From an optimization exercise on the open Yosys and OpenROAD flow, aimed at small area, a short achievable clock period and few clock cycles per item; shortcuts taken in it are not production practice.
The RTL was checked by simulation tests, not by an equivalence proof against the original design.

==> flow/design.v <==
module sb_xor  (input wire a, input wire b, output wire y); assign y = a ^ b;    endmodule
module sb_xnor (input wire a, input wire b, output wire y); assign y = ~(a ^ b); endmodule
module sb_nand (input wire a, input wire b, output wire y); assign y = ~(a & b); endmodule
module sb_nandb (input wire a, input wire b_n, output wire y); assign y = ~(a & ~b_n); endmodule
module sb_mux  (input wire s, input wire a0, input wire a1, output wire y); assign y = s ? a1 : a0; endmodule
module sb_f00001011 (input wire a, input wire b, input wire c, output wire y);
  wire [7:0] t = 8'b11010000;   
  assign y = t[{a, b, c}];
endmodule
module sb_f00010100 (input wire a, input wire b, input wire c, output wire y);
  wire [7:0] t = 8'b00101000;   
  assign y = t[{a, b, c}];
endmodule
module sb_f00110101 (input wire a, input wire b, input wire c, output wire y);
  wire [7:0] t = 8'b10101100;   
  assign y = t[{a, b, c}];
endmodule
module sb_f00110111 (input wire a, input wire b, input wire c, output wire y);
  wire [7:0] t = 8'b11101100;   
  assign y = t[{a, b, c}];
endmodule
module sb_f00111001 (input wire a, input wire b, input wire c, output wire y);
  wire [7:0] t = 8'b10011100;   
  assign y = t[{a, b, c}];
endmodule
module sb_f01000001 (input wire a, input wire b, input wire c, output wire y);
  wire [7:0] t = 8'b10000010;   
  assign y = t[{a, b, c}];
endmodule
module sb_f10101111 (input wire a, input wire b, input wire c, output wire y);
  wire [7:0] t = 8'b11110101;   
  assign y = t[{a, b, c}];
endmodule
module sb_f11011101 (input wire a, input wire b, input wire c, output wire y);
  wire [7:0] t = 8'b10111011;   
  assign y = t[{a, b, c}];
endmodule
module aes_sbox (
  input  wire [7:0] a,
  output wire [7:0] y
);
  wire U0 = a[7], U1 = a[6], U2 = a[5], U3 = a[4];
  wire U4 = a[3], U5 = a[2], U6 = a[1], U7 = a[0];
  wire T1, T2, T3, T4, T5, T6, T7, T8, T9, T10, T11, T12;
  wire T13, T14, T15, T16, T17, T18, T19, T20, T21, T22, T23, T24;
  wire T25, T26, T27, n_M1, n_M2, n_M4, n_M6, n_M7, n_M9, n_M11, n_M12, n_M14;
  wire M13, Q0, Q1, M20, Q2, Q3, Q8, M21, Q4, Q5, M22, Q6;
  wire Q7, Q9, M23, M37p, M37r, M37, M38p, M38r, M38, M39p, M39r, M39;
  wire M40p, M40r, M40, A0, A1, A2, A3, A4, A5, A6, A7, A8;
  wire A9, A10, A11, A12, A13, A14, A15, A16, A17, A18, A19, A20;
  wire A21, A22, A23, A24, A25, A26, A27, A28, A29, n_P0_37, n_P0_38, n_P0_39;
  wire n_P0_40, n_P1_37, n_P1_38, n_P1_39, n_P1_40, n_P2_37, n_P2_38, n_P2_39, n_P2_40, n_P3_37, n_P3_38, n_P3_39;
  wire n_P3_40, n_P4_37, n_P4_38, n_P4_39, n_P4_40, n_P5_37, n_P5_38, n_P5_39, n_P5_40, n_P6_37, n_P6_38, n_P6_39;
  wire n_P6_40, n_P7_37, n_P7_38, n_P7_39, n_P7_40, Z0, W0, Z1, W1, Z2, W2, Z3;
  wire W3, Z4, W4, Z5, W5, Z6, W6, Z7, W7;
  wire Y0, Y1, Y2, Y3, Y4, Y5, Y6, Y7;
  sb_xor g0 (.a(U0), .b(U3), .y(T1));
  sb_xor g1 (.a(U0), .b(U5), .y(T2));
  sb_xor g2 (.a(U0), .b(U6), .y(T3));
  sb_xor g3 (.a(U3), .b(U5), .y(T4));
  sb_xor g4 (.a(U4), .b(U6), .y(T5));
  sb_xor g5 (.a(T1), .b(T5), .y(T6));
  sb_xor g6 (.a(U1), .b(U2), .y(T7));
  sb_xor g7 (.a(U7), .b(T6), .y(T8));
  sb_xor g8 (.a(U7), .b(T7), .y(T9));
  sb_xor g9 (.a(T6), .b(T7), .y(T10));
  sb_xor g10 (.a(U1), .b(U5), .y(T11));
  sb_xor g11 (.a(U2), .b(U5), .y(T12));
  sb_xor g12 (.a(T3), .b(T4), .y(T13));
  sb_xor g13 (.a(T6), .b(T11), .y(T14));
  sb_xor g14 (.a(T5), .b(T11), .y(T15));
  sb_xor g15 (.a(T5), .b(T12), .y(T16));
  sb_xor g16 (.a(T9), .b(T16), .y(T17));
  sb_xor g17 (.a(U3), .b(U7), .y(T18));
  sb_xor g18 (.a(T7), .b(T18), .y(T19));
  sb_xor g19 (.a(T1), .b(T19), .y(T20));
  sb_xor g20 (.a(U6), .b(U7), .y(T21));
  sb_xor g21 (.a(T7), .b(T21), .y(T22));
  sb_xor g22 (.a(T2), .b(T22), .y(T23));
  sb_xor g23 (.a(T2), .b(T10), .y(T24));
  sb_xor g24 (.a(T20), .b(T17), .y(T25));
  sb_xor g25 (.a(T3), .b(T16), .y(T26));
  sb_xor g26 (.a(T1), .b(T12), .y(T27));
  sb_nand g27 (.a(T13), .b(T6), .y(n_M1));
  sb_nand g28 (.a(T23), .b(T8), .y(n_M2));
  sb_nand g29 (.a(T19), .b(U7), .y(n_M4));
  sb_nand g30 (.a(T3), .b(T16), .y(n_M6));
  sb_nand g31 (.a(T22), .b(T9), .y(n_M7));
  sb_nand g32 (.a(T20), .b(T17), .y(n_M9));
  sb_nand g33 (.a(T1), .b(T15), .y(n_M11));
  sb_nand g34 (.a(T4), .b(T27), .y(n_M12));
  sb_nand g35 (.a(T2), .b(T10), .y(n_M14));
  sb_xor g36 (.a(n_M12), .b(n_M11), .y(M13));
  sb_xnor g37 (.a(T14), .b(n_M1), .y(Q0));
  sb_xnor g38 (.a(n_M2), .b(M13), .y(Q1));
  sb_xor g39 (.a(Q0), .b(Q1), .y(M20));
  sb_xor g40 (.a(n_M4), .b(n_M1), .y(Q2));
  sb_xnor g41 (.a(Q2), .b(n_M14), .y(Q3));
  sb_xnor g42 (.a(n_M11), .b(T24), .y(Q8));
  sb_xor g43 (.a(Q3), .b(Q8), .y(M21));
  sb_xnor g44 (.a(T26), .b(n_M6), .y(Q4));
  sb_xnor g45 (.a(n_M7), .b(M13), .y(Q5));
  sb_xor g46 (.a(Q4), .b(Q5), .y(M22));
  sb_xor g47 (.a(n_M6), .b(n_M11), .y(Q6));
  sb_xor g48 (.a(Q6), .b(T25), .y(Q7));
  sb_xor g49 (.a(n_M9), .b(n_M14), .y(Q9));
  sb_xor g50 (.a(Q7), .b(Q9), .y(M23));
  sb_f00110111 g51 (.a(M20), .b(M21), .c(M22), .y(M37p));
  sb_f00001011 g52 (.a(M20), .b(M21), .c(M22), .y(M37r));
  sb_mux g53 (.s(M23), .a0(M37p), .a1(M37r), .y(M37));
  sb_f00111001 g54 (.a(M20), .b(M21), .c(M22), .y(M38p));
  sb_f00110101 g55 (.a(M20), .b(M21), .c(M22), .y(M38r));
  sb_mux g56 (.s(M23), .a0(M38p), .a1(M38r), .y(M38));
  sb_f00010100 g57 (.a(M20), .b(M21), .c(M22), .y(M39p));
  sb_f11011101 g58 (.a(M20), .b(M21), .c(M22), .y(M39r));
  sb_mux g59 (.s(M23), .a0(M39p), .a1(M39r), .y(M39));
  sb_f01000001 g60 (.a(M20), .b(M21), .c(M22), .y(M40p));
  sb_f10101111 g61 (.a(M20), .b(M21), .c(M22), .y(M40r));
  sb_mux g62 (.s(M23), .a0(M40p), .a1(M40r), .y(M40));
  sb_xor g63 (.a(T4), .b(T11), .y(A0));
  sb_xor g64 (.a(T14), .b(T24), .y(A1));
  sb_xor g65 (.a(T25), .b(A0), .y(A2));
  sb_xor g66 (.a(T8), .b(A0), .y(A3));
  sb_xor g67 (.a(U1), .b(T8), .y(A4));
  sb_xor g68 (.a(T26), .b(A3), .y(A5));
  sb_xor g69 (.a(T14), .b(T22), .y(A6));
  sb_xor g70 (.a(U4), .b(T23), .y(A7));
  sb_xor g71 (.a(T25), .b(A6), .y(A8));
  sb_xor g72 (.a(T9), .b(A3), .y(A9));
  sb_xor g73 (.a(A7), .b(A8), .y(A10));
  sb_xor g74 (.a(T19), .b(T21), .y(A11));
  sb_xor g75 (.a(T27), .b(A7), .y(A12));
  sb_xor g76 (.a(T21), .b(A5), .y(A13));
  sb_xor g77 (.a(T5), .b(A4), .y(A14));
  sb_xor g78 (.a(A5), .b(A6), .y(A15));
  sb_xor g79 (.a(T26), .b(A14), .y(A16));
  sb_xor g80 (.a(U1), .b(A5), .y(A17));
  sb_xor g81 (.a(T10), .b(A11), .y(A18));
  sb_xor g82 (.a(A7), .b(A9), .y(A19));
  sb_xor g83 (.a(T17), .b(A0), .y(A20));
  sb_xor g84 (.a(T4), .b(T9), .y(A21));
  sb_xor g85 (.a(A18), .b(A20), .y(A22));
  sb_xor g86 (.a(T13), .b(A11), .y(A23));
  sb_xor g87 (.a(A18), .b(A21), .y(A24));
  sb_xor g88 (.a(T15), .b(T24), .y(A25));
  sb_xor g89 (.a(T12), .b(A9), .y(A26));
  sb_xor g90 (.a(T23), .b(A6), .y(A27));
  sb_xor g91 (.a(U0), .b(A0), .y(A28));
  sb_xor g92 (.a(T11), .b(T26), .y(A29));
  sb_nand g93 (.a(M37), .b(A0), .y(n_P0_37));
  sb_nand g94 (.a(M38), .b(A7), .y(n_P0_38));
  sb_nand g95 (.a(M39), .b(A29), .y(n_P0_39));
  sb_nand g96 (.a(M40), .b(A14), .y(n_P0_40));
  sb_nand g97 (.a(M37), .b(T24), .y(n_P1_37));
  sb_nand g98 (.a(M38), .b(A1), .y(n_P1_38));
  sb_nand g99 (.a(M39), .b(A11), .y(n_P1_39));
  sb_nand g100 (.a(M40), .b(A28), .y(n_P1_40));
  sb_nand g101 (.a(M37), .b(A6), .y(n_P2_37));
  sb_nand g102 (.a(M38), .b(A10), .y(n_P2_38));
  sb_nand g103 (.a(M39), .b(A19), .y(n_P2_39));
  sb_nand g104 (.a(M40), .b(A23), .y(n_P2_40));
  sb_nand g105 (.a(M37), .b(A9), .y(n_P3_37));
  sb_nand g106 (.a(M38), .b(A12), .y(n_P3_38));
  sb_nand g107 (.a(M39), .b(A18), .y(n_P3_39));
  sb_nand g108 (.a(M40), .b(A13), .y(n_P3_40));
  sb_nand g109 (.a(M37), .b(A3), .y(n_P4_37));
  sb_nand g110 (.a(M38), .b(A21), .y(n_P4_38));
  sb_nand g111 (.a(M39), .b(A8), .y(n_P4_39));
  sb_nand g112 (.a(M40), .b(A2), .y(n_P4_40));
  sb_nand g113 (.a(M37), .b(A16), .y(n_P5_37));
  sb_nand g114 (.a(M38), .b(A22), .y(n_P5_38));
  sb_nand g115 (.a(M39), .b(A15), .y(n_P5_39));
  sb_nand g116 (.a(M40), .b(A17), .y(n_P5_40));
  sb_nand g117 (.a(M37), .b(A24), .y(n_P6_37));
  sb_nand g118 (.a(M38), .b(A15), .y(n_P6_38));
  sb_nand g119 (.a(M39), .b(A25), .y(n_P6_39));
  sb_nand g120 (.a(M40), .b(A27), .y(n_P6_40));
  sb_nand g121 (.a(M37), .b(A5), .y(n_P7_37));
  sb_nand g122 (.a(M38), .b(A4), .y(n_P7_38));
  sb_nand g123 (.a(M39), .b(A20), .y(n_P7_39));
  sb_nand g124 (.a(M40), .b(A26), .y(n_P7_40));
  sb_xor g125 (.a(n_P0_37), .b(n_P0_38), .y(Z0));
  sb_xor g126 (.a(n_P0_39), .b(n_P0_40), .y(W0));
  sb_xor g127 (.a(Z0), .b(W0), .y(Y0));
  sb_xor g128 (.a(n_P1_37), .b(n_P1_38), .y(Z1));
  sb_xor g129 (.a(n_P1_39), .b(n_P1_40), .y(W1));
  sb_xnor g130 (.a(Z1), .b(W1), .y(Y1));
  sb_xor g131 (.a(n_P2_37), .b(n_P2_38), .y(Z2));
  sb_xor g132 (.a(n_P2_39), .b(n_P2_40), .y(W2));
  sb_xnor g133 (.a(Z2), .b(W2), .y(Y2));
  sb_xor g134 (.a(n_P3_37), .b(n_P3_38), .y(Z3));
  sb_xor g135 (.a(n_P3_39), .b(n_P3_40), .y(W3));
  sb_xor g136 (.a(Z3), .b(W3), .y(Y3));
  sb_xor g137 (.a(n_P4_37), .b(n_P4_38), .y(Z4));
  sb_xor g138 (.a(n_P4_39), .b(n_P4_40), .y(W4));
  sb_xor g139 (.a(Z4), .b(W4), .y(Y4));
  sb_xor g140 (.a(n_P5_37), .b(n_P5_38), .y(Z5));
  sb_xor g141 (.a(n_P5_39), .b(n_P5_40), .y(W5));
  sb_xor g142 (.a(Z5), .b(W5), .y(Y5));
  sb_xor g143 (.a(n_P6_37), .b(n_P6_38), .y(Z6));
  sb_xor g144 (.a(n_P6_39), .b(n_P6_40), .y(W6));
  sb_xnor g145 (.a(Z6), .b(W6), .y(Y6));
  sb_xor g146 (.a(n_P7_37), .b(n_P7_38), .y(Z7));
  sb_xor g147 (.a(n_P7_39), .b(n_P7_40), .y(W7));
  sb_xnor g148 (.a(Z7), .b(W7), .y(Y7));
  assign y = {Y0, Y1, Y2, Y3, Y4, Y5, Y6, Y7};
endmodule
module aes_sbox_d (
  input  wire [7:0] a,
  output wire [7:0] y,
  output wire [7:0] y2
);
  wire U0 = a[7], U1 = a[6], U2 = a[5], U3 = a[4];
  wire U4 = a[3], U5 = a[2], U6 = a[1], U7 = a[0];
  wire T1, T2, T3, T4, T5, T6, T7, T8, T9, T10, T11, T12;
  wire T13, T14, T15, T16, T17, T18, T19, T20, T21, T22, T23, T24;
  wire T25, T26, T27, n_M1, n_M2, n_M4, n_M6, n_M7, n_M9, n_M11, n_M12, n_M14;
  wire M13, Q0, Q1, M20, Q2, Q3, Q8, M21, Q4, Q5, M22, Q6;
  wire Q7, Q9, M23, M37p, M37r, M37, M38p, M38r, M38, M39p, M39r, M39;
  wire M40p, M40r, M40, A0, A1, A2, A3, A4, A5, A6, A7, A8;
  wire A9, A10, A11, A12, A13, A14, A15, A16, A17, A18, A19, A20;
  wire A21, A22, A23, A24, A25, A26, A27, A28, A29, n_P0_37, n_P0_38, n_P0_39;
  wire n_P0_40, n_P1_37, n_P1_38, n_P1_39, n_P1_40, n_P2_37, n_P2_38, n_P2_39, n_P2_40, n_P3_37, n_P3_38, n_P3_39;
  wire n_P3_40, n_P4_37, n_P4_38, n_P4_39, n_P4_40, n_P5_37, n_P5_38, n_P5_39, n_P5_40, n_P6_37, n_P6_38, n_P6_39;
  wire n_P6_40, n_P7_37, n_P7_38, n_P7_39, n_P7_40, Z0, W0, Z1, W1, Z2, W2, Z3;
  wire W3, Z4, W4, Z5, W5, Z6, W6, Z7, W7;
  wire Y0, Y1, Y2, Y3, Y4, Y5, Y6, Y7;
  sb_xor g0 (.a(U0), .b(U3), .y(T1));
  sb_xor g1 (.a(U0), .b(U5), .y(T2));
  sb_xor g2 (.a(U0), .b(U6), .y(T3));
  sb_xor g3 (.a(U3), .b(U5), .y(T4));
  sb_xor g4 (.a(U4), .b(U6), .y(T5));
  sb_xor g5 (.a(T1), .b(T5), .y(T6));
  sb_xor g6 (.a(U1), .b(U2), .y(T7));
  sb_xor g7 (.a(U7), .b(T6), .y(T8));
  sb_xor g8 (.a(U7), .b(T7), .y(T9));
  sb_xor g9 (.a(T6), .b(T7), .y(T10));
  sb_xor g10 (.a(U1), .b(U5), .y(T11));
  sb_xor g11 (.a(U2), .b(U5), .y(T12));
  sb_xor g12 (.a(T3), .b(T4), .y(T13));
  sb_xor g13 (.a(T6), .b(T11), .y(T14));
  sb_xor g14 (.a(T5), .b(T11), .y(T15));
  sb_xor g15 (.a(T5), .b(T12), .y(T16));
  sb_xor g16 (.a(T9), .b(T16), .y(T17));
  sb_xor g17 (.a(U3), .b(U7), .y(T18));
  sb_xor g18 (.a(T7), .b(T18), .y(T19));
  sb_xor g19 (.a(T1), .b(T19), .y(T20));
  sb_xor g20 (.a(U6), .b(U7), .y(T21));
  sb_xor g21 (.a(T7), .b(T21), .y(T22));
  sb_xor g22 (.a(T2), .b(T22), .y(T23));
  sb_xor g23 (.a(T2), .b(T10), .y(T24));
  sb_xor g24 (.a(T20), .b(T17), .y(T25));
  sb_xor g25 (.a(T3), .b(T16), .y(T26));
  sb_xor g26 (.a(T1), .b(T12), .y(T27));
  sb_nand g27 (.a(T13), .b(T6), .y(n_M1));
  sb_nand g28 (.a(T23), .b(T8), .y(n_M2));
  sb_nand g29 (.a(T19), .b(U7), .y(n_M4));
  sb_nand g30 (.a(T3), .b(T16), .y(n_M6));
  sb_nand g31 (.a(T22), .b(T9), .y(n_M7));
  sb_nand g32 (.a(T20), .b(T17), .y(n_M9));
  sb_nand g33 (.a(T1), .b(T15), .y(n_M11));
  sb_nand g34 (.a(T4), .b(T27), .y(n_M12));
  sb_nand g35 (.a(T2), .b(T10), .y(n_M14));
  sb_xor g36 (.a(n_M12), .b(n_M11), .y(M13));
  sb_xnor g37 (.a(T14), .b(n_M1), .y(Q0));
  sb_xnor g38 (.a(n_M2), .b(M13), .y(Q1));
  sb_xor g39 (.a(Q0), .b(Q1), .y(M20));
  sb_xor g40 (.a(n_M4), .b(n_M1), .y(Q2));
  sb_xnor g41 (.a(Q2), .b(n_M14), .y(Q3));
  sb_xnor g42 (.a(n_M11), .b(T24), .y(Q8));
  sb_xor g43 (.a(Q3), .b(Q8), .y(M21));
  sb_xnor g44 (.a(T26), .b(n_M6), .y(Q4));
  sb_xnor g45 (.a(n_M7), .b(M13), .y(Q5));
  sb_xor g46 (.a(Q4), .b(Q5), .y(M22));
  sb_xor g47 (.a(n_M6), .b(n_M11), .y(Q6));
  sb_xor g48 (.a(Q6), .b(T25), .y(Q7));
  sb_xor g49 (.a(n_M9), .b(n_M14), .y(Q9));
  sb_xor g50 (.a(Q7), .b(Q9), .y(M23));
  sb_f00110111 g51 (.a(M20), .b(M21), .c(M22), .y(M37p));
  sb_f00001011 g52 (.a(M20), .b(M21), .c(M22), .y(M37r));
  sb_mux g53 (.s(M23), .a0(M37p), .a1(M37r), .y(M37));
  sb_f00111001 g54 (.a(M20), .b(M21), .c(M22), .y(M38p));
  sb_f00110101 g55 (.a(M20), .b(M21), .c(M22), .y(M38r));
  sb_mux g56 (.s(M23), .a0(M38p), .a1(M38r), .y(M38));
  sb_f00010100 g57 (.a(M20), .b(M21), .c(M22), .y(M39p));
  sb_f11011101 g58 (.a(M20), .b(M21), .c(M22), .y(M39r));
  sb_mux g59 (.s(M23), .a0(M39p), .a1(M39r), .y(M39));
  sb_f01000001 g60 (.a(M20), .b(M21), .c(M22), .y(M40p));
  sb_f10101111 g61 (.a(M20), .b(M21), .c(M22), .y(M40r));
  sb_mux g62 (.s(M23), .a0(M40p), .a1(M40r), .y(M40));
  sb_xor g63 (.a(T4), .b(T11), .y(A0));
  sb_xor g64 (.a(T14), .b(T24), .y(A1));
  sb_xor g65 (.a(T25), .b(A0), .y(A2));
  sb_xor g66 (.a(T8), .b(A0), .y(A3));
  sb_xor g67 (.a(U1), .b(T8), .y(A4));
  sb_xor g68 (.a(T26), .b(A3), .y(A5));
  sb_xor g69 (.a(T14), .b(T22), .y(A6));
  sb_xor g70 (.a(U4), .b(T23), .y(A7));
  sb_xor g71 (.a(T25), .b(A6), .y(A8));
  sb_xor g72 (.a(T9), .b(A3), .y(A9));
  sb_xor g73 (.a(A7), .b(A8), .y(A10));
  sb_xor g74 (.a(T19), .b(T21), .y(A11));
  sb_xor g75 (.a(T27), .b(A7), .y(A12));
  sb_xor g76 (.a(T21), .b(A5), .y(A13));
  sb_xor g77 (.a(T5), .b(A4), .y(A14));
  sb_xor g78 (.a(A5), .b(A6), .y(A15));
  sb_xor g79 (.a(T26), .b(A14), .y(A16));
  sb_xor g80 (.a(U1), .b(A5), .y(A17));
  sb_xor g81 (.a(T10), .b(A11), .y(A18));
  sb_xor g82 (.a(A7), .b(A9), .y(A19));
  sb_xor g83 (.a(T17), .b(A0), .y(A20));
  sb_xor g84 (.a(T4), .b(T9), .y(A21));
  sb_xor g85 (.a(A18), .b(A20), .y(A22));
  sb_xor g86 (.a(T13), .b(A11), .y(A23));
  sb_xor g87 (.a(A18), .b(A21), .y(A24));
  sb_xor g88 (.a(T15), .b(T24), .y(A25));
  sb_xor g89 (.a(T12), .b(A9), .y(A26));
  sb_xor g90 (.a(T23), .b(A6), .y(A27));
  sb_xor g91 (.a(U0), .b(A0), .y(A28));
  sb_xor g92 (.a(T11), .b(T26), .y(A29));
  sb_nand g93 (.a(M37), .b(A0), .y(n_P0_37));
  sb_nand g94 (.a(M38), .b(A7), .y(n_P0_38));
  sb_nand g95 (.a(M39), .b(A29), .y(n_P0_39));
  sb_nand g96 (.a(M40), .b(A14), .y(n_P0_40));
  sb_nand g97 (.a(M37), .b(T24), .y(n_P1_37));
  sb_nand g98 (.a(M38), .b(A1), .y(n_P1_38));
  sb_nand g99 (.a(M39), .b(A11), .y(n_P1_39));
  sb_nand g100 (.a(M40), .b(A28), .y(n_P1_40));
  sb_nand g101 (.a(M37), .b(A6), .y(n_P2_37));
  sb_nand g102 (.a(M38), .b(A10), .y(n_P2_38));
  sb_nand g103 (.a(M39), .b(A19), .y(n_P2_39));
  sb_nand g104 (.a(M40), .b(A23), .y(n_P2_40));
  sb_nand g105 (.a(M37), .b(A9), .y(n_P3_37));
  sb_nand g106 (.a(M38), .b(A12), .y(n_P3_38));
  sb_nand g107 (.a(M39), .b(A18), .y(n_P3_39));
  sb_nand g108 (.a(M40), .b(A13), .y(n_P3_40));
  sb_nand g109 (.a(M37), .b(A3), .y(n_P4_37));
  sb_nand g110 (.a(M38), .b(A21), .y(n_P4_38));
  sb_nand g111 (.a(M39), .b(A8), .y(n_P4_39));
  sb_nand g112 (.a(M40), .b(A2), .y(n_P4_40));
  sb_nand g113 (.a(M37), .b(A16), .y(n_P5_37));
  sb_nand g114 (.a(M38), .b(A22), .y(n_P5_38));
  sb_nand g115 (.a(M39), .b(A15), .y(n_P5_39));
  sb_nand g116 (.a(M40), .b(A17), .y(n_P5_40));
  sb_nand g117 (.a(M37), .b(A24), .y(n_P6_37));
  sb_nand g118 (.a(M38), .b(A15), .y(n_P6_38));
  sb_nand g119 (.a(M39), .b(A25), .y(n_P6_39));
  sb_nand g120 (.a(M40), .b(A27), .y(n_P6_40));
  sb_nand g121 (.a(M37), .b(A5), .y(n_P7_37));
  sb_nand g122 (.a(M38), .b(A4), .y(n_P7_38));
  sb_nand g123 (.a(M39), .b(A20), .y(n_P7_39));
  sb_nand g124 (.a(M40), .b(A26), .y(n_P7_40));
  sb_xor g125 (.a(n_P0_37), .b(n_P0_38), .y(Z0));
  sb_xor g126 (.a(n_P0_39), .b(n_P0_40), .y(W0));
  sb_xor g127 (.a(Z0), .b(W0), .y(Y0));
  sb_xor g128 (.a(n_P1_37), .b(n_P1_38), .y(Z1));
  sb_xor g129 (.a(n_P1_39), .b(n_P1_40), .y(W1));
  sb_xnor g130 (.a(Z1), .b(W1), .y(Y1));
  sb_xor g131 (.a(n_P2_37), .b(n_P2_38), .y(Z2));
  sb_xor g132 (.a(n_P2_39), .b(n_P2_40), .y(W2));
  sb_xnor g133 (.a(Z2), .b(W2), .y(Y2));
  sb_xor g134 (.a(n_P3_37), .b(n_P3_38), .y(Z3));
  sb_xor g135 (.a(n_P3_39), .b(n_P3_40), .y(W3));
  sb_xor g136 (.a(Z3), .b(W3), .y(Y3));
  sb_xor g137 (.a(n_P4_37), .b(n_P4_38), .y(Z4));
  sb_xor g138 (.a(n_P4_39), .b(n_P4_40), .y(W4));
  sb_xor g139 (.a(Z4), .b(W4), .y(Y4));
  sb_xor g140 (.a(n_P5_37), .b(n_P5_38), .y(Z5));
  sb_xor g141 (.a(n_P5_39), .b(n_P5_40), .y(W5));
  sb_xor g142 (.a(Z5), .b(W5), .y(Y5));
  sb_xor g143 (.a(n_P6_37), .b(n_P6_38), .y(Z6));
  sb_xor g144 (.a(n_P6_39), .b(n_P6_40), .y(W6));
  sb_xnor g145 (.a(Z6), .b(W6), .y(Y6));
  sb_xor g146 (.a(n_P7_37), .b(n_P7_38), .y(Z7));
  sb_xor g147 (.a(n_P7_39), .b(n_P7_40), .y(W7));
  sb_xnor g148 (.a(Z7), .b(W7), .y(Y7));
  assign y = {Y0, Y1, Y2, Y3, Y4, Y5, Y6, Y7};
  wire R0, R1, R2, R3, R4, R5, R6, R7;
  sb_xor d127 (.a(Z0), .b(W0), .y(R0));
  sb_xnor d130 (.a(Z1), .b(W1), .y(R1));
  sb_xnor d133 (.a(Z2), .b(W2), .y(R2));
  sb_xor d136 (.a(Z3), .b(W3), .y(R3));
  sb_xor d139 (.a(Z4), .b(W4), .y(R4));
  sb_xor d142 (.a(Z5), .b(W5), .y(R5));
  sb_xnor d145 (.a(Z6), .b(W6), .y(R6));
  sb_xnor d148 (.a(Z7), .b(W7), .y(R7));
  assign y2 = {R0, R1, R2, R3, R4, R5, R6, R7};
endmodule
module aes_round (
  input  wire [127:0] st,
  input  wire [127:0] rk,
  input  wire [7:0]   rcon,
  output wire [127:0] sr,
  output wire [127:0] mc,
  output wire [127:0] next_rk,
  output wire [127:0] kp,        
  output wire [31:0]  ksw        
);
  genvar i, j;
  wire [31:0] w0 = rk[127:96];
  wire [31:0] w1 = rk[95:64];
  wire [31:0] w2 = rk[63:32];
  wire [31:0] w3 = rk[31:0];
  wire [31:0] sw;                        
  aes_sbox ks0 (.a(w3[23:16]), .y(sw[31:24]));
  aes_sbox ks1 (.a(w3[15:8]),  .y(sw[23:16]));
  aes_sbox ks2 (.a(w3[7:0]),   .y(sw[15:8]));
  aes_sbox ks3 (.a(w3[31:24]), .y(sw[7:0]));
  wire [31:0] p0  = w0 ^ {rcon, 24'h0};
  wire [31:0] p1  = p0 ^ w1;
  wire [31:0] p2  = p0 ^ (w1 ^ w2);
  wire [31:0] p3  = (p0 ^ w1) ^ (w2 ^ w3);
  assign kp = {p0, p1, p2, p3};
  assign ksw = sw;
  generate
    for (i = 0; i < 128; i = i + 1) begin : g_ks
      sb_xor xk (.a(kp[i]), .b(sw[i % 32]), .y(next_rk[i]));
    end
  endgenerate
  wire [7:0]   sb [0:15];
  wire [7:0]   sb2 [0:15];
  wire [127:0] srm;
  generate
    for (i = 0; i < 16; i = i + 1) begin : g_sub
      aes_sbox_d sbx (.a(st[127 - 8*i -: 8]), .y(sb[i]), .y2(sb2[i]));
      assign srm[127 - 8*i -: 8] = sb[(i % 4) + 4 * (((i / 4) + (i % 4)) % 4)];
      assign sr[127 - 8*i -: 8]  = sb2[(i % 4) + 4 * (((i / 4) + (i % 4)) % 4)];
    end
  endgenerate
  genvar k, b;
  generate
    for (i = 0; i < 4; i = i + 1) begin : g_mix
      wire [31:0] a = srm[127 - 32*i -: 32];
      wire [31:0] d;                           
      wire [31:0] t;                           
      wire [31:0] x;                           
      wire [31:0] o;                           
      for (k = 0; k < 4; k = k + 1) begin : g_byte
        for (b = 0; b < 8; b = b + 1) begin : g_bit
          sb_xor xd (.a(a[8*(3-k) + b]), .b(a[8*(3-(k+1)%4) + b]), .y(d[8*(3-k) + b]));
          sb_xor xt (.a(a[8*(3-(k+1)%4) + b]), .b(d[8*(3-(k+2)%4) + b]), .y(t[8*(3-k) + b]));
          if (b == 0) begin : g_x0
            assign x[8*(3-k)] = d[8*(3-k) + 7];
          end else if (b == 1 || b == 3 || b == 4) begin : g_xr
            sb_xor xr (.a(d[8*(3-k) + b - 1]), .b(d[8*(3-k) + 7]), .y(x[8*(3-k) + b]));
          end else begin : g_xs
            assign x[8*(3-k) + b] = d[8*(3-k) + b - 1];
          end
          sb_xor xo (.a(x[8*(3-k) + b]), .b(t[8*(3-k) + b]), .y(o[8*(3-k) + b]));
        end
      end
      assign mc[127 - 32*i -: 32] = o;
    end
  endgenerate
endmodule
module kx_sel (
  input  wire [127:0] v,
  input  wire         s1,      
  input  wire         s2,      
  output wire [127:0] y_n
);
  wire [127:0] d1 = {v[126:0], 1'b0} ^ (v[127] ? 128'h87 : 128'h0);
  wire [127:0] d2 = {d1[126:0], 1'b0} ^ (d1[127] ? 128'h87 : 128'h0);
  assign y_n = ~(({128{s1}} & d1) | ({128{s2}} & d2));
endmodule
module st_next (
  input  wire         g,
  input  wire [127:0] m,
  input  wire         s0,
  input  wire [127:0] k,
  input  wire         r,
  input  wire [127:0] s,
  input  wire [127:0] kx_n,
  input  wire [127:0] e,
  output wire [127:0] y
);
  wire [127:0] a, j, b, h, f, nm;
  genvar i;
  generate
    for (i = 0; i < 128; i = i + 1) begin : g_bit
      sb_nand ga (.a(r), .b(s[i]), .y(a[i]));           
      sb_xnor xj (.a(a[i]), .b(e[i]), .y(j[i]));        
      sb_nand gb (.a(s0), .b(k[i]), .y(b[i]));          
      sb_xnor xh (.a(b[i]), .b(j[i]), .y(h[i]));        
      sb_xnor xf (.a(kx_n[i]), .b(h[i]), .y(f[i]));     
      sb_nand gm (.a(g), .b(m[i]), .y(nm[i]));          
      sb_xnor xy (.a(nm[i]), .b(f[i]), .y(y[i]));       
    end
  endgenerate
endmodule
module is_zero16 (
  input  wire [15:0] a,
  output wire        z
);
  assign z = ~|a;
endmodule
module sx_tag_engine (
  input  wire         clk,
  input  wire         rst,         
  input  wire         start,
  output wire         ready,
  input  wire [127:0] key,
  input  wire [63:0]  uid,
  input  wire [15:0]  acmd,
  input  wire [31:0]  acnt,
  input  wire [15:0]  alen,
  input  wire [63:0]  atag,
  input  wire         in_valid,
  output wire         in_ready,
  input  wire [15:0]  in_data,
  output reg          done,
  output wire [63:0]  tag,
  output wire         match
);
  localparam [1:0] P_IDLE = 2'd0,    
                   P_MSG  = 2'd1,    
                   P_L    = 2'd2,    
                   P_FIN  = 2'd3;    
  reg  [1:0]   ph;
  reg  [127:0] st;         
  reg  [127:0] rk;         
  reg  [127:0] blk;        
  reg  [3:0]   rnd;        
  reg          last;       
  reg  [14:0]  wrem;       
  reg          wodd;       
  reg          wz;         
  reg  [2:0]   wpos;       
  reg          bfull;      
  reg  [7:0] rcon;
  always @(*) begin
    case (rnd)
      4'd1:    rcon = 8'h01;
      4'd2:    rcon = 8'h02;
      4'd3:    rcon = 8'h04;
      4'd4:    rcon = 8'h08;
      4'd5:    rcon = 8'h10;
      4'd6:    rcon = 8'h20;
      4'd7:    rcon = 8'h40;
      4'd8:    rcon = 8'h80;
      4'd9:    rcon = 8'h1b;
      default: rcon = 8'h36;
    endcase
  end
  wire [127:0] sr, mc, nrk, kp;
  wire [31:0]  ksw;
  aes_round u_round (.st(st), .rk(rk), .rcon(rcon), .sr(sr), .mc(mc), .next_rk(nrk),
                     .kp(kp), .ksw(ksw));
  wire [127:0] hdr  = {uid, acmd, acnt, alen};
  wire         full = (alen[3:0] == 4'd0);   
  wire [127:0] mask = full ? {128{1'b1}} : ~({128{1'b1}} >> (8 * alen[3:0]));
  wire [127:0] pad  = full ? 128'd0 : ({8'h80, 120'd0} >> (8 * alen[3:0]));
  wire   idle     = (ph == P_IDLE);
  wire   go       = idle && start;
  wire   alen0;
  is_zero16 u_alen0 (.a(alen), .z(alen0));
  assign ready    = idle;
  assign in_ready = !idle && !wz && !bfull;
  wire   take     = in_valid && in_ready;
  wire   adv      = !idle && (!last || ph != P_MSG || bfull);
  wire   lastmsg  = last && ph == P_MSG;
  wire   wone     = (wrem == 15'd1 && !wodd) || (wrem == 15'd0 && wodd);
  reg  [1:0]  ph_n;
  reg  [3:0]  rnd_n;
  reg         last_n, bfull_n, wz_n, done_n, wodd_n;
  reg  [2:0]  wpos_n;
  reg  [14:0] wrem_n;
  always @(*) begin
    ph_n = ph; rnd_n = rnd; last_n = last; bfull_n = bfull; wz_n = wz;
    wpos_n = wpos; wrem_n = wrem; wodd_n = wodd; done_n = 1'b0;
    if (go) begin
      rnd_n   = 4'd1;
      last_n  = 1'b0;
      wrem_n  = alen[15:1];
      wodd_n  = alen[0];
      wz_n    = alen0;
      wpos_n  = 3'd0;
      bfull_n = 1'b0;
      ph_n    = alen0 ? P_L : P_MSG;
    end else if (adv) begin
      rnd_n  = last ? 4'd1 : rnd + 4'd1;
      last_n = (rnd == 4'd9);
      if (last) begin
        case (ph)
          P_MSG: begin
            bfull_n = 1'b0;
            if (wz) ph_n = P_L;
          end
          P_L:   ph_n = P_FIN;
          default: begin              
            done_n = 1'b1;
            ph_n   = P_IDLE;
          end
        endcase
      end
    end
    if (take) begin
      wpos_n = wpos + 3'd1;
      if (wrem != 15'd0) wrem_n = wrem - 15'd1;
      else               wodd_n = 1'b0;
      wz_n   = wone;
      if (wpos == 3'd7 || wone) bfull_n = 1'b1;
    end
    if (rst) begin
      ph_n   = P_IDLE;
      done_n = 1'b0;
    end
  end
  wire   idle_n   = (ph_n == P_IDLE);
  wire   adv_n    = !idle_n && (!last_n || ph_n != P_MSG || bfull_n);
  wire   lmsg_n   = adv_n && last_n && ph_n == P_MSG;
  wire   ll_n     = adv_n && last_n && ph_n == P_L;
  reg    use_mc, use_rn, use_s0, use_k1, use_k2, use_kr, use_b, use_hr, hold,
         ld_key, to_l;
  always @(posedge clk) begin
    use_mc <= adv_n && !last_n;
    use_rn <= adv_n && last_n && (ph_n == P_FIN || (ph_n == P_MSG && !wz_n));
    use_s0 <= adv_n && (!last_n || ph_n == P_FIN || (ph_n == P_MSG && !wz_n));
    use_k1 <= ll_n && full;
    use_k2 <= ll_n && !full;
    use_kr <= lmsg_n || ll_n;
    use_b  <= (lmsg_n && !wz_n) || (ll_n && !alen0);
    use_hr <= ll_n && alen0;
    hold   <= !idle_n && !adv_n;
    ld_key <= adv_n && last_n;
    to_l   <= lmsg_n && wz_n;
  end
  wire   use_k    = go || use_kr;
  wire   use_h    = (go && !alen0) || use_hr;
  wire [127:0] kx_n, st_d;
  wire [127:0] blk_x;
  kx_sel u_kx (.v(blk_x), .s1(use_k1), .s2(use_k2), .y_n(kx_n));
  wire [127:0] early = ({128{use_k}} & key)
                     ^ (({128{use_b}} & blk) | ({128{use_h}} & hdr) | ({128{hold}} & st));
  st_next u_next (.g(use_mc), .m(mc), .s0(use_s0), .k(nrk), .r(use_rn), .s(sr),
                  .kx_n(kx_n), .e(early), .y(st_d));
  assign tag = st[127:64];
  reg  [7:0] mpart;
  assign match = &mpart;
  wire [127:0] blk_e = ph[1] ? 128'd0 : ((blk & mask) ^ pad);
  wire [127:0] bx1;
  genvar i;
  generate
    for (i = 0; i < 128; i = i + 1) begin : g_bx
      sb_xor xb1 (.a(sr[i]), .b(blk_e[i]), .y(bx1[i]));
      sb_xor xb2 (.a(bx1[i]), .b(nrk[i]), .y(blk_x[i]));
    end
  endgenerate
  always @(posedge clk) begin
    ph    <= ph_n;
    done  <= done_n;
    rnd   <= rnd_n;
    last  <= last_n;
    bfull <= bfull_n;
    wz    <= wz_n;
    wpos  <= wpos_n;
    wrem  <= wrem_n;
    wodd  <= wodd_n;
  end
  integer n;
  always @(posedge clk) begin
    st <= st_d;
    rk <= ({128{go || ld_key}} & key) | ({128{use_mc}} & nrk) | ({128{hold}} & rk);
    if (take)
      blk[127 - 16*wpos -: 16] <= {in_data[7:0], in_data[15:8]};
    else if (to_l)
      blk <= blk_x;
    for (n = 0; n < 8; n = n + 1)
      mpart[n] <= (blk_x[64 + 8*n +: 8] == atag[8*n +: 8]);
  end
endmodule
==> flow/flow/run.sh <==
#!/bin/bash
# The standard layout (standard.sh), with one change: the port buffers that
# global placement adds are sky130_fd_sc_hd__buf_1 instead of the delay buffer
# buffer_ports picks by itself.  The whole output goes to standard.log here.
set -euo pipefail
export BUFFER_PORTS_ARGS="-buffer_cell sky130_fd_sc_hd__buf_1"
bash standard.sh > standard.log 2>&1
==> flow/standard.sh <==
#!/bin/bash
# synth_recipe.tcl (not shown) runs the flow's synth.tcl, then flattens the netlist and writes it again
# the make line also repeats each setting of config.mk as NAME=value (left out here)
make -C /OpenROAD-flow-scripts/flow DESIGN_CONFIG=/design/flow/config.mk WORK_HOME=/design/flow/orfs CLKGATE_MAP_FILE= SYNTH_SCRIPT=/design/flow/synth_recipe.tcl "${@:-finish}"
==> flow/config.mk <==
export PLATFORM = sky130hd
export DESIGN_NAME = sx_tag_engine
export DESIGN_NICKNAME = sx_tag_engine
export VERILOG_FILES = /design/flow/design.v
export SDC_FILE = /design/flow/constraint.sdc
export NUM_CORES = 8
export LEC_CHECK = 0
export CAP_MARGIN = 20
export CELL_PAD_IN_SITES_DETAIL_PLACEMENT = 1
export CORE_MARGIN = 2
export CORE_UTILIZATION = 40
export PLACE_DENSITY = 0.6
export SETUP_SLACK_MARGIN = 2.5
export SLEW_MARGIN = 20
export SYNTH_HIERARCHICAL = 1
export SYNTH_MINIMUM_KEEP_SIZE = 0
==> flow/constraint.sdc <==
create_clock -name core_clock -period 8.0 [get_ports {clk}]
set_input_delay 1.6000 -clock core_clock [delete_from_list [all_inputs] [get_ports {clk}]]
set_output_delay 1.6000 -clock core_clock [all_outputs]
set_load 0.01 [all_outputs]
==> metrics.md, run 1 <==
| Metric | Value |
|---|---|
| Ports | `408` |
| Worst hold path depth | `2` |
| H-tree depth | `2` |
| Syn_nets | `8117` |
| Layout cell share with drive strength beyond 1 | `about 14%` |
| Slew HR | `7.184%` |
| Clock slew at reported path FFs | `0.06 ns` |
| Setup TNS | `0 ns` |
| Detailed-route via count | `around 59000` |
| Clock buffer depth | `3` |
| Largest net degree at the start of global routing | `155` |
| TritonCTS Buffers | `just under 60` |
| Status | `finished clean` |
| Post-route ant nets | `0` |
| Vias per Instance | `roughly 5.9` |
| Final slew viol count | `0` |
| # Max-Cap Violations | `0` |
| Hold Vio Cnt, Final | `0` |
| Number of global-route vias before repair | `a little under 60000` |
| Commonest non-fill, non-tap cell in the layout | `xor2_1` |
| CTS Sinks | `440` |
| Synth Warn # | `8` |
| Critical path's most frequent cell | `xor2_1` |
| Peak Freq | `around 180 MHz` |
| Die H | `just over 400 µm` |
| CP startpoint kind | `flip-flop` |
| CP Class | `reg -> reg` |
| CTS tree | `built` |
| Most frequent cells in the layout | `2255 x xor2_1, 1378 x nand2_1, 894 x xnor2_1, 458 x xor2_2, 406 x buf_1` |
| CP Data Required Time | `between 8 and 9 ns` |
| Global-route wire length before repair | `429900 µm` |
| Remaining DRCs | `0` |
| Finish-stage setup viols | `0` |
| Die W | `approximately 400 µm` |
| CP Capture Type | `flip-flop` |
| Initial antenna violation count | `27` |
| Placer Congestion | `~1.0` |
| Total GRT Usage | `36.21%` |
| Fin crit period | `approximately 5.6 ns` |
| Critical Path Slowest Stage Cell | `xor2_1` |
| Crit-path max cell delay | `roughly 0.53 ns` |
| Fin crit share | `between 60% and 70%` |
| RSZ-0062 raised after global routing | `true` |
| First-pass DRT Iterations | `11` |
| Crit-path max FO | `8` |
| Core Footprint | `between 0.15 and 0.2 mm²` |
| Mapped Cells | `~7800` |
| Final clock skew | `about 0.048 ns` |
| WL per Instance | `approximately 31 µm` |
| Detailed Route WL | `between 300000 and 400000 µm` |
| Worst-case reg-to-reg path depth | `18` |
| Cell area after technology mapping | `0.06411 mm²` |
| Total die area | `between 0.15 and 0.2 mm²` |
| CP arrival | `approximately 6.2 ns` |
| CP Cell Sequence | `xor2_2 -> xor2_2 -> xor2_1 -> xor2_2 -> xnor2_1 -> xor2_2 -> buf_4 -> buf_4 -> mux2_4 -> mux2_4 -> nand2_1 -> xor2_1 -> xor2_1 -> xor2_1 -> xor2_1 -> a22oi_1 -> xnor2_1 -> xnor2_1` |
| Synth Area per Inst | `just over 8 µm²` |
| Overflow after GRT | `0` |
| Tightest Pin Transition | `~1.4 ns` |
| IO buf count | `approximately 410` |
| Worst hold path class | `reg -> reg` |
| Worst-skew pair later-pin latency | `around 0.72 ns` |
| Layout area overhead | `14.43%` |
| # rows | `roughly 150` |
| Clk root buf | `clkbuf_16` |
| Initial Utilization | `40.39%` |
| Starting DRT DRC Count | `7870` |
| Final #Nets | `8212` |
| HPWL Detailed | `238500 µm` |
## flip-flops by register name (all words and copies together) (netlist names), 2 cells and up
signal / count
blk: 128
rk: 128
st: 128
wrem: 15
mpart: 8
rcon: 8
rnd: 4
wpos: 3
ph: 2
## what timing repair did
item,in CTS,in global routing
pin swaps,39,47
hold buffers,0,0
endpoints found under the setup margin,290,191
hold endpoints to repair,0,0
gates resized for setup,370,312
setup buffers,29,81
## area by class of cell
cell class	count	area, µm²
Fill cell	18580	85380
Tap cell	2072	2592
Inverter	191	720.7
Clock inverter	31	259.0
Timing Repair Buffer	600	3223
Multi-Input combinational cell	6565	54600
Antenna cell	19	47.55
Sequential cell	440	10250
Clock buffer	81	1672
## per-stage QoR
stage	worst slack (ns)	hold WS (ns)	util [%]	instances	instance area [µm²]
after CTS	2.408	0.4883	44.32	9898	70360
after global routing	2.363	0.5256	46.18	9980	73310
after detailed placement	1.362	0.4655	41.23	9757	65450
after floorplan	2.868	0.4434	-	7762	64110
after global placement	1.416	0.4628	41.22	9757	65440
final	2.431	0.4974	46.21	9999	73360
## final timing paths
kind	startpoint	to	slack, ns
hold / removal	wrem[13]	wrem[13]	0.50
setup / recovery	st[63]	st[64]	2.43
setup reg to reg	st[63]	st[64]	2.43
hold reg to reg	wrem[13]	wrem[13]	0.50
## critical path, delay by kind of cell (launching register included)
kind	cells	cell delay, ns
XOR/XNOR	12	3.75
multiplexers	2	0.58
flip-flops	1	0.52
buffers and inverters	2	0.32
AO/OA/AOI/OAI	1	0.16
AND/OR/NAND/NOR	1	0.11
## layer usage
layer	track usage, %	vias to the layer above	wire length, µm
met1	44.66	29750	117400
met5	0	-	269
met3	11.03	963	35920
li1	-	24730	-
met4	23.71	38	23870
met2	54.39	3629	134700
Testbench counts, summed over its fixed seeds: cycles 13,264, items 256.
==> inputs of run 2 (changes only) <==
--- a/flow/config.mk
+++ b/flow/config.mk
@@ -10,4 +10,4 @@
 export CORE_MARGIN = 2
-export CORE_UTILIZATION = 40
-export PLACE_DENSITY = 0.6
+export CORE_UTILIZATION = 30
+export PLACE_DENSITY = 0.5
 export SETUP_SLACK_MARGIN = 2.5
==> metrics.md, run 2 <==
| Metric | Value |
|---|---|
| Hold_sp | `wrem[13]` |
| Commonest non-fill, non-tap cell in the layout | `xor2_1` |
| Largest registers in the final layout | `blk (128), rk (128), st (128)` |
| Die W | `~470 µm` |
| Core Footprint | `around 0.21 mm²` |
| Clock buffer depth | `3` |
| Mapped Cells | `~7800` |
| CP Capture Type | `flip-flop` |
| Area after DPL | `about 0.067 mm²` |
| Reg2reg setup slack | `about 2.5 ns` |
| Number of fill cells in the layout | `between 20000 and 30000` |
| # rows | `between 150 and 200` |
| CTS Sinks | `440` |
| Worst-skew pair later-pin latency | `about 0.7 ns` |
| CTS tree | `built` |
| CP startpoint | `st[85]` |
| Remaining DRCs | `0` |
| RSZ-0062 raised after global routing | `true` |
| Initial antenna violation count | `27` |
| HPWL Detailed | `around 260000 µm` |
| Fin crit period | `roughly 5.5 ns` |
| CP arrival | `6.03 ns` |
| Design area | `about 0.075 mm²` |
| Total die area | `about 0.22 mm²` |
| CP startpoint kind | `flip-flop` |
| Fin cells | `approximately 11000` |
| Synth Area per Inst | `about 8.3 µm²` |
| Setup WS pre-CTS | `~1.1 ns` |
| First-pass DRT Iterations | `10` |
| Placer Congestion | `between 0.9 and 1` |
| Detailed-route via count | `about 58000` |
| Vias per Instance | `5.371` |
| FF-to-FF Start | `st[85]` |
| Crit-path max FO | `8` |
| Total GRT Usage | `29.16%` |
| Overflow after GRT | `0` |
| Clk root buf | `clkbuf_16` |
| Peak Freq | `183.0 MHz` |
| WL per Instance | `30.79 µm` |
| Worst hold path class | `reg -> reg` |
| Hold Vio Cnt, Final | `0` |
| Placed Instances | `between 10000 and 15000` |
| Tightest Pin Transition | `around 1.3 ns` |
| CP Data Required Time | `8.57 ns` |
| Setup TNS | `0 ns` |
| Layout cell share with drive strength beyond 1 | `between 10% and 20%` |
| Cell area after technology mapping | `0.06411 mm²` |
| Slew HR | `14.12%` |
| TritonCTS Buffers | `60` |
| Final clock skew | `a little over 0.04 ns` |
| Final slew viol count | `0` |
| Fin crit share | `about two thirds` |
| Post-route ant nets | `0` |
| Final #Nets | `just over 8000` |
| Detailed Route WL | `around 330000 µm` |
| Finish-stage setup viols | `0` |
| Most frequent cells in the layout | `2230 x xor2_1, 1378 x nand2_1, 892 x xnor2_1, 472 x xor2_2, 405 x buf_1` |
| # Max-Cap Violations | `0` |
| Final WS setup | `~2.5 ns` |
| Die H | `466.3 µm` |
| Synth Warn # | `8` |
| Layout area overhead | `17.04%` |
| Number of global-route vias before repair | `58270` |
| Status | `finished clean` |
| Syn_nets | `between 8000 and 9000` |
| Global-route wire length before repair | `approximately 460000 µm` |
| Largest net degree at the start of global routing | `140` |
| CP Class | `reg -> reg` |
| Ports | `about 410` |
| IO buf count | `roughly 400` |
| Initial Utilization | `between 30% and 40%` |
| Starting DRT DRC Count | `between 6000 and 7000` |
| H-tree depth | `2` |
| Post-cts hold buffer count | `0` |
| Clock slew at reported path FFs | `0.06 ns` |
| Post-layout util | `between 30% and 40%` |
[run 2: layout make-up]
| class | count | area (µm²) | area share, % |
|---|---|---|---|
| Timing Repair Buffer | 615 | 3452 | 4.600 |
| Tap cell | 2821 | 3530 | 4.704 |
| Clock buffer | 79 | 1749 | 2.331 |
| Clock inverter | 35 | 302.8 | 0.4035 |
| Sequential cell | 440 | 10250 | 13.66 |
| Multi-Input combinational cell | 6565 | 55000 | 73.29 |
| Antenna cell | 15 | 37.54 | 0.05002 |
| Inverter | 191 | 716.9 | 0.9554 |
[run 2: stage by stage]
step	hold WS, ns
2_1_floorplan	0.4434
3_3_place_gp	0.4725
3_5_place_dp	0.4687
4_1_cts	0.4893
5_1_grt	0.5163
6_report	0.4986
[run 2: metal layers]
layer / wire [µm] / global-route usage (%) / vias to the layer above / part of all wire, %
met1: 137300 / 38.42 / 29550 / 41
li1: - / - / 24730 / -
met3: 27880 / 5.187 / 641 / 8.4
met2: 141200 / 43.71 / 2873 / 43
met5: 63 / 0 / - / 0.019
met4: 24880 / 18.66 / 8 / 7.5
[run 2: what timing repair did]
| item | CTS | global route |
|---|---|---|
| gates resized for setup | 418 | 302 |
| buffers inserted | 40 | 72 |
| pin swaps | 40 | 44 |
| setup endpoints to repair | 366 | 149 |
| endpoints found under the hold margin | 0 | 0 |
[run 2: worst paths after layout]
| check | endpoint | cells past startpoint |
|---|---|---|
| worst max register to register | st[110] | 15 |
| worst min-delay path | wrem[13] | 2 |
| worst max-delay path | st[110] | 15 |
| worst min register to register | wrem[13] | 2 |
[run 2: worst max-delay path, cell delays in order, from the launching register on]
cell and delay [ns]:
dfxtp_2 0.60, xor2_1 0.40, xor2_1 0.49, xor2_2 0.32
xor2_2 0.33, xor2_1 0.26, xor2_2 0.37, mux2_4 0.40
nand2_1 0.11, xor2_1 0.40, xnor2_2 0.27, xor2_1 0.28
xor2_1 0.20, xor2_1 0.41, nand2_1 0.26, xnor2_1 0.21
==> inputs of run 3 (changes only) <==
--- a/flow/design.v
+++ b/flow/design.v
@@ -456,3 +456,5 @@
 module kx_sel (
+  input  wire [127:0] k,
   input  wire [127:0] v,
+  input  wire         s0,      
   input  wire         s1,      
@@ -463,3 +465,3 @@
   wire [127:0] d2 = {d1[126:0], 1'b0} ^ (d1[127] ? 128'h87 : 128'h0);
-  assign y_n = ~(({128{s1}} & d1) | ({128{s2}} & d2));
+  assign y_n = ~(({128{s0}} & k) | ({128{s1}} & d1) | ({128{s2}} & d2));
 endmodule
@@ -468,7 +470,5 @@
   input  wire [127:0] m,
-  input  wire         s0,
-  input  wire [127:0] k,
+  input  wire [127:0] b_n,
   input  wire         r,
   input  wire [127:0] s,
-  input  wire [127:0] kx_n,
   input  wire [127:0] e,
@@ -476,3 +476,3 @@
 );
-  wire [127:0] a, j, b, h, f, nm;
+  wire [127:0] a, j, h, nm;
   genvar i;
@@ -482,7 +482,5 @@
       sb_xnor xj (.a(a[i]), .b(e[i]), .y(j[i]));        
-      sb_nand gb (.a(s0), .b(k[i]), .y(b[i]));          
-      sb_xnor xh (.a(b[i]), .b(j[i]), .y(h[i]));        
-      sb_xnor xf (.a(kx_n[i]), .b(h[i]), .y(f[i]));     
+      sb_xnor xh (.a(b_n[i]), .b(j[i]), .y(h[i]));      
       sb_nand gm (.a(g), .b(m[i]), .y(nm[i]));          
-      sb_xnor xy (.a(nm[i]), .b(f[i]), .y(y[i]));       
+      sb_xnor xy (.a(nm[i]), .b(h[i]), .y(y[i]));       
     end
@@ -631,7 +629,6 @@
   wire [127:0] blk_x;
-  kx_sel u_kx (.v(blk_x), .s1(use_k1), .s2(use_k2), .y_n(kx_n));
+  kx_sel u_kx (.k(nrk), .v(blk_x), .s0(use_s0), .s1(use_k1), .s2(use_k2), .y_n(kx_n));
   wire [127:0] early = ({128{use_k}} & key)
                      ^ (({128{use_b}} & blk) | ({128{use_h}} & hdr) | ({128{hold}} & st));
-  st_next u_next (.g(use_mc), .m(mc), .s0(use_s0), .k(nrk), .r(use_rn), .s(sr),
-                  .kx_n(kx_n), .e(early), .y(st_d));
+  st_next u_next (.g(use_mc), .m(mc), .b_n(kx_n), .r(use_rn), .s(sr), .e(early), .y(st_d));
   assign tag = st[127:64];
--- a/flow/config.mk
+++ b/flow/config.mk
@@ -12,3 +12,3 @@
 export PLACE_DENSITY = 0.5
-export SETUP_SLACK_MARGIN = 2.5
+export SETUP_SLACK_MARGIN = 2.75
 export SLEW_MARGIN = 20
==> metrics.md, run 3 <==
| Metric | Value |
|---|---|
| HPWL Detailed | `between 200000 and 300000 µm` |
| CTS Sinks | `440` |
| Synth Warn # | `8` |
| CP top delay family | `XOR/XNOR gates` |
| Hold Path Sink | `wrem[14]` |
| IO buf count | `around 410` |
| Syn_nets | `a little under 8000` |
| Layout cell share with drive strength beyond 1 | `a little over 20%` |
| Total die area | `0.2132 mm²` |
| Worst-case reg-to-reg path depth | `18` |
| Core Footprint | `about 0.21 mm²` |
| Clk root buf | `clkbuf_16` |
| Largest net degree at the start of global routing | `roughly 140` |
| Worst hold path class | `reg -> reg` |
| Synth Area per Inst | `8.358 µm²` |
| Tightest Pin Transition | `1.287 ns` |
| Layout area overhead | `22.99%` |
| Worst-skew pair later-pin latency | `about 0.74 ns` |
| First-pass DRT Iterations | `11` |
| Critical Path Slowest Stage Cell | `xnor2_4` |
| # Max-Cap Violations | `0` |
| Ports | `between 400 and 500` |
| H-tree depth | `2` |
| Crit-path max cell delay | `between 0.5 and 0.6 ns` |
| TritonCTS Buffers | `a little over 60` |
| CP Capture Type | `flip-flop` |
| CP Data Required Time | `8.61 ns` |
| Setup TNS | `0 ns` |
| Largest registers in the final layout | `blk (128), rk (128), st (128)` |
| Initial antenna violation count | `29` |
| Die H | `around 460 µm` |
| Most frequent cells in the layout | `2025 x xor2_1, 1247 x nand2_1, 744 x xnor2_1, 619 x xor2_2, 406 x buf_1` |
| WL per Instance | `31.23 µm` |
| Post-route ant nets | `0` |
| Peak Freq | `approximately 190 MHz` |
| Fin crit share | `66.18%` |
| Finish-stage setup viols | `0` |
| Hold_sp | `wrem[14]` |
| # rows | `168` |
| Die W | `approximately 460 µm` |
| Clock buffer depth | `3` |
| CP arrival | `roughly 6 ns` |
| Global-route wire length before repair | `between 400000 and 500000 µm` |
| Commonest non-fill, non-tap cell in the layout | `xor2_1` |
| RSZ-0062 raised after global routing | `true` |
| FF-to-FF Start | `rk[22]` |
| Slew HR | `between 10% and 20%` |
| Vias per Instance | `between 5 and 6` |
| Crit-path max FO | `8` |
| Cell area after technology mapping | `roughly 0.063 mm²` |
| CP Class | `reg -> reg` |
| Detailed Route WL | `331800 µm` |
| Worst hold path depth | `1` |
| Mapped Cells | `about 7500` |
| CP startpoint kind | `flip-flop` |
| Detailed-route via count | `~58000` |
| Status | `finished clean` |
| CP Cell Sequence | `xor2_4 -> buf_4 -> xor2_2 -> xor2_2 -> buf_4 -> xor2_4 -> xor2_2 -> xor2_2 -> buf_4 -> mux2_4 -> nand2_1 -> xor2_1 -> xnor2_4 -> xor2_1 -> xor2_2 -> a222oi_1 -> xnor2_1 -> xnor2_1` |
| Critical path's most frequent cell | `xor2_2` |
| Reg2reg end | `st[91]` |
| Fin crit period | `roughly 5.3 ns` |
| CTS tree | `built` |
| Number of global-route vias before repair | `between 50000 and 60000` |
| Hold Vio Cnt, Final | `0` |
| CP Buf/Inv Count | `3` |
| Initial Utilization | `between 30 and 40%` |
| Placer Congestion | `1.002` |
| Total GRT Usage | `29.55%` |
| Reg2reg setup slack | `around 2.7 ns` |
| Remaining DRCs | `0` |
| Starting DRT DRC Count | `~7800` |
| Final clock skew | `approximately 0.046 ns` |
| Clock slew at reported path FFs | `about 0.070 ns` |
| Final #Nets | `a little over 8000` |
| Final slew viol count | `0` |
| Overflow after GRT | `0` |
## run 3: layout make-up
cell class | instances | area (µm²)
Timing Repair Buffer | 744 | 4451
Tap cell | 2805 | 3510
Clock buffer | 83 | 1720
Sequential cell | 440 | 10380
Multi-Input combinational cell | 6309 | 56100
Clock inverter | 33 | 375.4
Inverter | 191 | 716.9
Antenna cell | 20 | 50.05
Fill cell | 24300 | 131600
## run 3: layer usage
metal	share of wire (%)	vias to the layer above	track usage [%]
li1	-	24320	-
met1	39	29540	36.71
met2	44	3148	45.17
met3	8.7	835	5.685
met4	8.7	22	22.36
met5	0.040	-	0
## run 3: worst max path at each step
stage          slack [ns]  endpoint    start  cells past startpoint
2_1_floorplan        2.76     st[2]  st[121]                     20
3_3_place_gp         1.30    st[89]   rk[12]                     17
3_5_place_dp         1.22    st[89]   rk[12]                     17
4_1_cts              2.71   st[111]  st[121]                     17
5_1_grt              2.58    st[22]   st[35]                     18
6_report             2.71    st[91]   rk[22]                     18
## run 3: repair_timing
item / CTS / global route
buffers inserted: 117 / 102
hold endpoints to repair: 0 / 0
gates resized for setup: 639 / 447
hold buffers: 0 / 0
pin swaps: 84 / 80
setup endpoints to repair: 371 / 161
## run 3: per-stage QoR
step / hold WS, ns / instance area, µm² / worst slack (ns) / instances / utilization [%]
after floorplan: 0.4434 / 62860 / 2.764 / 7520 / -
after global placement: 0.4670 / 65400 / 1.305 / 10270 / 31.30
after detailed placement: 0.4668 / 65510 / 1.219 / 10270 / 31.35
after CTS: 0.4900 / 73080 / 2.707 / 10500 / 34.98
after global routing: 0.5015 / 77280 / 2.578 / 10620 / 36.99
final: 0.4927 / 77300 / 2.705 / 10630 / 37.00
Testbench counts of run 3, summed over its fixed seeds: cycles 13,264, items 256.
==> inputs of run 4 (changes only) <==
--- a/flow/config.mk
+++ b/flow/config.mk
@@ -12,3 +12,3 @@
 export PLACE_DENSITY = 0.5
-export SETUP_SLACK_MARGIN = 2.75
+export SETUP_SLACK_MARGIN = 2.5
 export SLEW_MARGIN = 20
==> metrics.md, run 4 <==
| Metric | Value |
|---|---|
| CP Buf/Inv Count | `2` |
| H-tree depth | `2` |
| Syn_nets | `roughly 7900` |
| Clock slew at reported path FFs | `0.06 ns` |
| Mapped Cells | `~7500` |
| # Max-Cap Violations | `0` |
| Final clock skew | `approximately 0.035 ns` |
| Worst hold path depth | `2` |
| CP top delay family | `XOR/XNOR gates` |
| IO buf count | `407` |
| Fin crit period | `~5.5 ns` |
| Overflow after GRT | `0` |
| CTS tree | `built` |
| Layout cell share with drive strength beyond 1 | `approximately 15%` |
| Largest registers in the final layout | `blk (128), rk (128), st (128)` |
| Largest net degree at the start of global routing | `between 100 and 150` |
| CTS Sinks | `between 400 and 500` |
| Cell area after technology mapping | `about 0.063 mm²` |
| Synth Warn # | `8` |
| Layout area overhead | `17.14%` |
| Clk root buf | `clkbuf_16` |
| Clock buffer depth | `3` |
| # rows | `168` |
| Global-route wire length before repair | `444000 µm` |
| Final slew viol count | `0` |
| Final #Nets | `around 8000` |
| Initial antenna violation count | `27` |
| Worst-skew pair later-pin latency | `0.73 ns` |
| Remaining DRCs | `0` |
| Detailed-route via count | `56960` |
| Area after DPL | `0.06544 mm²` |
| Slew HR | `between 10 and 15%` |
| Core Footprint | `roughly 0.21 mm²` |
| Number of global-route vias before repair | `~57000` |
| Peak Freq | `about 180 MHz` |
| Fin crit share | `roughly two thirds` |
| Ports | `408` |
| Total GRT Usage | `about 29%` |
| Worst-case reg-to-reg path depth | `18` |
| CP Capture Type | `flip-flop` |
| WHS | `between 0.5 and 0.6 ns` |
| Design area | `around 0.074 mm²` |
| Final WS setup | `~2.5 ns` |
| CP Class | `reg -> reg` |
| Critical path's most frequent cell | `xor2_2` |
| Initial Utilization | `30.08%` |
| TritonCTS Buffers | `between 50 and 60` |
| Fin cells | `between 10000 and 15000` |
| Critical Path Slowest Stage Cell | `dfxtp_1` |
| Post-route ant nets | `0` |
| CP Data Required Time | `between 8 and 9 ns` |
| Placer Congestion | `~1` |
| Synth Area per Inst | `between 8 and 9 µm²` |
| Setup WS pre-CTS | `between 1 and 1.5 ns` |
| Placed Instances | `about 10000` |
| Die W | `about 460 µm` |
| Detailed Route WL | `between 300000 and 400000 µm` |
| Finish-stage setup viols | `0` |
| RSZ-0062 raised after global routing | `true` |
| Status | `finished clean` |
| CP Cell Sequence | `xor2_2 -> xor2_2 -> xor2_2 -> nand2_1 -> xnor2_1 -> xor2_2 -> buf_4 -> inv_1 -> a21boi_1 -> mux2_4 -> nand2_1 -> xor2_1 -> xnor2_4 -> xor2_4 -> xor2_1 -> a222oi_1 -> xnor2_1 -> xnor2_1` |
| Worst hold path class | `reg -> reg` |
| Vias per Instance | `between 5 and 6` |
| HPWL Detailed | `roughly 250000 µm` |
| CP arrival | `6.03 ns` |
| CP startpoint kind | `flip-flop` |
| Setup TNS | `0 ns` |
| Starting DRT DRC Count | `approximately 7400` |
| Commonest non-fill, non-tap cell in the layout | `xor2_1` |
| Crit-path max FO | `8` |
| Most frequent cells in the layout | `2232 x xor2_1, 1250 x nand2_1, 765 x xnor2_1, 480 x xor2_2, 406 x buf_1` |
| WL per Instance | `approximately 31 µm` |
| Die H | `461.7 µm` |
| Critical Path Stages | `18` |
| Tightest Pin Transition | `~1.3 ns` |
| First-pass DRT Iterations | `14` |
| Crit-path max cell delay | `0.54 ns` |
| Total die area | `0.2132 mm²` |
| Hold Vio Cnt, Final | `0` |
## run 4: timing repair
| action | 4_1_cts | 5_1_grt |
|---|---|---|
| endpoints found under the setup margin | 290 | 170 |
| gates resized for setup | 399 | 309 |
| buffers inserted | 33 | 82 |
| pin swaps | 38 | 42 |
| hold buffers | 0 | 0 |
## run 4: stage by stage
stage / util (%)
2_1_floorplan: -
3_3_place_gp: 31.30
3_5_place_dp: 31.32
4_1_cts: 33.85
5_1_grt: 35.23
6_report: 35.24
## run 4: final timing paths
path / endpoint / slack (ns) / startpoint
setup / recovery: st[81] / 2.55 / rk[15]
hold / removal: rk[78] / 0.51 / rk[78]
setup reg to reg: st[81] / 2.55 / rk[15]
hold reg to reg: rk[78] / 0.51 / rk[78]
## run 4: worst reg2reg max path: cells and delay by family (launching register included)
family / cells / cell delay (ns)
buf+inv: 2 / 0.22
compound gates: 2 / 0.35
xor+xnor: 11 / 3.69
mux: 1 / 0.26
flops: 1 / 0.54
simple gates: 2 / 0.24
## run 4: layer usage
metal | share of wire [%] | GRT usage, %
met5 | 0.034 | 0
met4 | 9.4 | 23.66
met3 | 8.4 | 5.900
met2 | 43 | 43.74
met1 | 39 | 35.92
## run 4: cell type report
class                           instances  area (µm²)
Timing Repair Buffer                  642        3541
Clock buffer                           82        1718
Multi-Input combinational cell       6309       53550
Fill cell                           24530      135300
Tap cell                             2805        3510
Clock inverter                         30       286.5
Antenna cell                           21       52.55
Inverter                              191       716.9
Sequential cell                       440       10250

## what the ideal ports hide
In the flow no input, the clock included, has a driving cell. The finished layouts below were timed again as built, in two steps.
Step 1 (the two cells are an assumption about what drives the block):
set clk [get_ports {clk}]
set_driving_cell -lib_cell sky130_fd_sc_hd__clkbuf_16 $clk
set_driving_cell -lib_cell sky130_fd_sc_hd__buf_2 [delete_from_list [all_inputs] $clk]
Step 2 moves the port delays by t, midway between the first and last clock arrival at a register: inputs arrive t later, outputs are due t later. That takes back most of the time a late clock gives input paths.
Slacks: no drivers / after step 1 / after step 2; pairs: no drivers / after step 1.
run	t, ns	setup slack, ns	hold slack, ns
run 1	0.785	2.431 / 2.431 / 2.097	0.497 / 0.497 / 0.497
run 2	0.781	2.537 / 2.537 / 2.242	0.499 / 0.499 / 0.499
run 3	0.801	2.705 / 2.705 / 2.333	0.493 / 0.493 / 0.493
run 4	0.796	2.548 / 2.548 / 2.179	0.511 / 0.511 / 0.511
After both steps every run listed still meets setup and hold. The setup slack of run 3, which loses most, moves by 0.000 ns with the drivers and by -0.372 ns with both steps.
